This is an optimization exercise on Yosys and OpenROAD, whose aim is small area, a short achievable clock period and few clock cycles per item, not a production implementation.
Only simulation tests tie the RTL to the original design; equivalence was not proved.
Power figures rest on the tool's default switching activity, not on a simulated workload.

== job 101 ==
==> flow/design.v (excerpt) <==
module bfe_rho (
    input  wire               clk,
    input  wire               rst,
    input  wire               in_valid,
    output wire               in_ready,
    input  wire               in_last,
    input  wire               in_elided,
    input  wire signed [15:0] in_w_i,
    input  wire signed [15:0] in_w_q,
    output wire               out_valid,
    input  wire               out_ready,
    output wire        [14:0] out_rho,
    output wire               out_null
);
==> flow/config.mk <==
export PLATFORM = sky130hd
export DESIGN_NAME = bfe_rho
export DESIGN_NICKNAME = bfe_rho
export VERILOG_FILES = /design/flow/design.v
export SDC_FILE = /design/flow/constraint.sdc
export NUM_CORES = 4
export LEC_CHECK = 0
export CAP_MARGIN = 20
export CORE_MARGIN = 2
export CORE_UTILIZATION = 40
export SLEW_MARGIN = 20
==> flow/constraint.sdc <==
create_clock -name core_clock -period 12.0 [get_ports {clk}]
set_input_delay 2.4000 -clock core_clock [delete_from_list [all_inputs] [get_ports {clk}]]
set_output_delay 2.4000 -clock core_clock [all_outputs]
set_load 0.01 [all_outputs]
standard.sh (not shown) runs the stock make flow with config.mk's settings and CLKGATE_MAP_FILE= SYNTH_SCRIPT=/design/flow/synth_recipe.tcl, a recipe that flattens the netlist after the stock synthesis.
==> flow/flow/run.sh <==
#!/bin/bash
# Layout flow: the standard ORFS flow (standard.sh), with
#  - the standard synthesis, unchanged (standard.sh synth);
#  - flow/fa_polarity.py on its netlist: full adders are used on complemented
#    signals where that saves inverters (same cells otherwise, same registers);
#  - ports buffered with buf_2 rather than the default delay buffer;
#  - timing repair aimed at SETUP_SLACK_MARGIN ns of slack at the 12 ns clock;
#  - the further ORFS settings listed in flow/extra.txt, one VAR=value a line.
# Each step's output goes to a log file of its own here.
set -euo pipefail
MARGIN=$(cat flow/margin.txt)
ARGS=("SETUP_SLACK_MARGIN=$MARGIN" "BUFFER_PORTS_ARGS=-buffer_cell sky130_fd_sc_hd__buf_2")
while IFS= read -r line; do
  if [[ -n "$line" ]]; then ARGS+=("$line"); fi
done < flow/extra.txt
RES=orfs/results/sky130hd/bfe_rho/base
bash standard.sh "${ARGS[@]}" synth > flow_synth.log 2>&1
cp $RES/1_2_yosys.v $RES/1_2_yosys.standard.v
python3 flow/fa_polarity.py $RES/1_2_yosys.standard.v $RES/1_2_yosys.v > fa_polarity.log 2>&1
rm -f $RES/1_synth.odb $RES/1_synth.sdc
bash standard.sh "${ARGS[@]}" finish > flow_finish.log 2>&1
==> flow/flow/extra.txt <==
CTS_CLUSTER_SIZE=30
CTS_CLUSTER_DIAMETER=60
CTS_BUF_LIST=sky130_fd_sc_hd__clkbuf_8
==> flow/flow/margin.txt <==
8.3
Other scripts of this flow, unchanged in this note and not shown: flow/flow/fa_polarity.py
Testbench counts of job 101, summed over its fixed seeds: cycles 24,375, sets 480.
Input changes introduced in job 102 (baseline for comparison: job 101):
==> flow/flow/extra.txt <==
CTS_CLUSTER_SIZE=30
CTS_CLUSTER_DIAMETER=60
CTS_BUF_LIST=sky130_fd_sc_hd__clkbuf_8
CAP_MARGIN=0
SLEW_MARGIN=0
==> run summary <==
- Sequential standard cell area came out exactly the same in job 101 and job 102.
- Flip-flop and latch count: job 101 vs job 102 identical
- | met2 layer wire length in the routed design | job 102 vs job 101 | ≈ equal |
- Job 101 -> job 102: die area delta 0, exact match
- Re final area: no difference whatsoever between job 102 and job 101.
- As far as path length in cells of the critical path goes, job 101 and job 102 are indistinguishable; the numbers are identical.
- Diff job 101..job 102 | via count | negligible
- Between job 101 and job 102, the difference in setup slack of the critical path after layout is negligible.
- As far as overall power of the completed layout goes, job 101 and job 102 are indistinguishable; the numbers are identical.
- As far as worst stage delay on the critical path is concerned, job 102 and job 101 perform about the same.
Here is what was changed in the inputs of job 103 compared with job 102.
==> flow/flow/extra.txt <==
CTS_CLUSTER_SIZE=30
CTS_CLUSTER_DIAMETER=60
CTS_BUF_LIST=sky130_fd_sc_hd__clkbuf_8
==> flow/flow/margin.txt <==
8.2
## What came out
Count of clock-net buffers in the final layout, job 103 and job 102: larger value in job 102. Diff job 102 -> job 103: final critical-path share of the clock period climbed 0.76 points, initial standard-cell utilization of the core barely changed. Number of ordinary and repair buffers in the finished layout: job 103 lower than job 102. Between job 102 and job 103, buffering overhead decreased. When job 103 is measured against job 102, its post-route cell area turns out 0.93% lower.

==> port drivers added, routing unchanged <==
How much do the figures lean on ideal ports? The routed layouts below were timed once more, with nothing changed but the port constraints.
Step 1 assumes that a clkbuf_16 drives the clock port and a buf_2 every other input.
Step 2 also shifts input and output timing later by t, the mid clock arrival at the registers, as if the neighbouring blocks saw the same clock.
Slacks: no drivers / after step 1 / after step 2; pairs: no drivers / after step 1.
| run | t, ns | setup WS [ns] | pins driven straight from the clock port |
|---|---|---|---|
| job 101 | 0.653 | 8.339 / 8.282 / 8.067 | 1 |
| job 102 | 0.653 | 8.339 / 8.282 / 8.067 | 1 |
| job 103 | 0.662 | 8.248 / 8.188 / 8.112 | 1 |
After both steps every run listed still meets setup and hold.
